What follows belongs to an exercise in optimizing a design on an open flow for small area, a short achievable clock period and few clock cycles per item; a production flow would make more cautious choices.
In this exercise RTL edits were held to simulation tests only and were not proved equivalent to the original.
Power and IR drop assume default switching activity.

Design sfl_rs_dec, start of the top module:
module sfl_rs_dec (
    input  wire       clk,
    input  wire       rst,
    input  wire       in_valid,
    output reg        in_ready,
    input  wire [9:0] in_sym,
    input  wire       in_short,
    output reg        err_valid,
    output reg  [9:0] err_pos,
    output wire [9:0] err_val,
    output reg        done,
    output reg        fail,
    output reg  [4:0] nerr
);
Size: ~1,600 flip-flops, roughly 43 I/O pins, ~84,000 um^2 of cells after synthesis.
export LEC_CHECK = 0
export ABC_AREA = 1
export CAP_MARGIN = 10
export CORE_MARGIN = 2
export CORE_UTILIZATION = 30
export CTS_CLUSTER_DIAMETER = 60
export CTS_CLUSTER_SIZE = 30
export PLACE_DENSITY = 0.5
export SETUP_SLACK_MARGIN = 5
export SLEW_MARGIN = 10
export SYNTH_MEMORY_MAX_BITS = 16384
create_clock -name core_clock -period 10.0 [get_ports {clk}]
run.sh (not shown) runs the stock make flow with config.mk's settings and CLKGATE_MAP_FILE= SYNTH_SCRIPT=/design/flow/synth_recipe.tcl, a recipe that flattens the netlist after the stock synthesis.
Testbench counts at the start, summed over its fixed seeds: cycles 104,799, codewords 192.
Rerun with:
Settings changed: ABC_AREA 1 to default.
Outcome: Cell count goes down by about 20%. Worst hold slack stays flat. Register-to-register slack improved by 0.38 ns. Clock-buffer cell count went up by 22. Wire length decreases by about 10%.
Rerun with:
Settings changed: CORE_UTILIZATION 30 to 45, PLACE_DENSITY 0.5 to 0.6.
After rerunning: The changed run completed without violations; total power falls slightly; die area falls by a quarter to a third; via count rises slightly; routed wire length went down by a few percent; count of clock-buffer cells in the layout falls by 27; synthesized area does not change; design area falls by a few percent; sequential power barely changes; critical path depth decreases by 3; clock power falls by a few percent.
Rerun with:
Settings changed: CORE_UTILIZATION 45 to 30, CTS_CLUSTER_DIAMETER 60 to default, CTS_CLUSTER_SIZE 30 to default, PLACE_DENSITY 0.6 to 0.5.
Effect: The changed run finished with timing, DRC and antenna clean. Routed wire length climbs by 7.6%. Total power increases by 4.1%. Final area is higher by about 3.2%. Sequential share of layout area decreases by 1.4 points. Register-to-register slack is better by 0.10 ns. Final cell count is higher by 12%.

========
Setup of JK:
sfl_rs_dec, a different RTL version from the one above (not shown whole).
For scale: roughly 9,100 cells after synthesis, roughly 1,700 flip-flops, ~43 I/O pins, about 86,000 sq um of cells after synthesis.
clock: 10.0 ns
lec_check: 0
cap_margin: 40
core_margin: 2
core_utilization: 30
place_density: 0.5
setup_slack_margin: 5
slew_margin: 30
synth_memory_max_bits: 16384
JK: PASS, flow complete, no timing, DRC or antenna violations
Testbench counts of JK, summed over its fixed seeds: cycles 105,296, codewords 192.
diff inputs: JK => MS
Settings: CORE_UTILIZATION changed from 30 to 50; SLEW_MARGIN changed from 30 to 20; CAP_MARGIN changed from 40 to 20; PLACE_DENSITY changed from 0.5 to 0.65.
## What came out
Per the comparison of MS with JK, combinational power lost about 2%, global-route usage now larger, total nets after synthesis has remained practically unchanged, detail-routed via count per cell now larger.

========
Another version of the RTL of sfl_rs_dec (not shown whole).
For scale: roughly 7,200 cells after synthesis, roughly 43 I/O pins, about 77,000 um^2 of cells after synthesis.
Settings: LEC_CHECK=0, CAP_MARGIN=10, CORE_MARGIN=2, CORE_UTILIZATION=30, CTS_CLUSTER_DIAMETER=60, CTS_CLUSTER_SIZE=30, PLACE_DENSITY=0.65, SETUP_SLACK_MARGIN=5, SLEW_MARGIN=10, SYNTH_MEMORY_MAX_BITS=16384; clock period 10.0 ns.
The baseline passed the timing, design-rule and antenna checks.
Testbench counts at the start, summed over its fixed seeds: cycles 105,239, codewords 192.
Then changed:
--- a/flow/config.mk
+++ b/flow/config.mk
@@ -8 +8 @@
-export CAP_MARGIN = 10
+export CAP_MARGIN = 0
@@ -13 +13 @@
-export PLACE_DENSITY = 0.65
+export PLACE_DENSITY = 0.5
@@ -15 +15 @@
-export SLEW_MARGIN = 10
+export SLEW_MARGIN = 0
Maximum frequency rises by 0.53%.
Via count falls by 1.4%.
Routed wire length rises by 7.2%.
Count of clock-buffer cells in the layout rises by 17.
Then changed:
--- a/flow/config.mk
+++ b/flow/config.mk
@@ -8 +8 @@
-export CAP_MARGIN = 0
+export CAP_MARGIN = 10
@@ -15 +15 @@
-export SLEW_MARGIN = 0
+export SLEW_MARGIN = 10
Result:
- cell count does not change
- final area is unchanged
- register-to-register slack stays flat
- wire length stays the same
- setup slack stays the same
- fmax does not change
- global-route usage is unchanged
- first-iteration DRC count is unchanged
- critical path depth stays the same
- combinational power is about the same
- sequential share of layout area stays the same

-- what the ideal ports hide --
Ports are ideal in the flow. The routed layouts listed here were re-timed in OpenROAD.
Step 1, drivers: a clkbuf_16 drives clk and a buf_2 each remaining input, both assumed.
Step 2 also shifts input and output timing later by t, the mid clock arrival at the registers, as if the neighbouring blocks saw the same clock.
Slacks: ideal ports / drivers / drivers and shift; pairs: ideal ports / drivers.
| run | t (ns) | slack for setup (ns) | hold slack, ns | worst register clock-pin slew, ns | pins driven straight from the clock port |
|---|---|---|---|---|---|
| the first run of note 1 | 0.881 | 5.692 / 5.692 / 5.692 | 0.332 / 0.332 / 0.332 | 0.11 / 0.11 | 1 |
| the second run of note 1 | 0.906 | 6.068 / 6.068 / 5.807 | 0.330 / 0.330 / 0.330 | 0.10 / 0.10 | 1 |
| the third run of note 1 | 0.874 | 5.917 / 5.917 / 5.917 | 0.333 / 0.333 / 0.333 | 0.11 / 0.11 | 1 |
| the fourth run of note 1 | 0.922 | 6.020 / 6.020 / 5.764 | 0.327 / 0.327 / 0.327 | 0.07 / 0.07 | 1 |
| JK | 0.938 | 6.047 / 6.006 / 5.513 | 0.304 / 0.304 / 0.304 | 0.07 / 0.07 | 1 |
| MS | 0.926 | 5.483 / 5.483 / 4.964 | 0.319 / 0.319 / 0.319 | 0.07 / 0.07 | 1 |
| the first run of note 3 | 0.887 | 6.198 / 6.104 / 6.045 | 0.334 / 0.334 / 0.334 | 0.11 / 0.11 | 1 |
| the second run of note 3 | 0.887 | 6.218 / 6.127 / 5.778 | 0.302 / 0.302 / 0.302 | 0.11 / 0.11 | 1 |
| the third run of note 3 | 0.887 | 6.218 / 6.127 / 5.778 | 0.302 / 0.302 / 0.302 | 0.11 / 0.11 | 1 |
After both steps every run listed still meets setup and hold. For JK, which loses most, drivers alone change the setup slack by -0.041 ns; drivers and shift together by -0.534 ns.
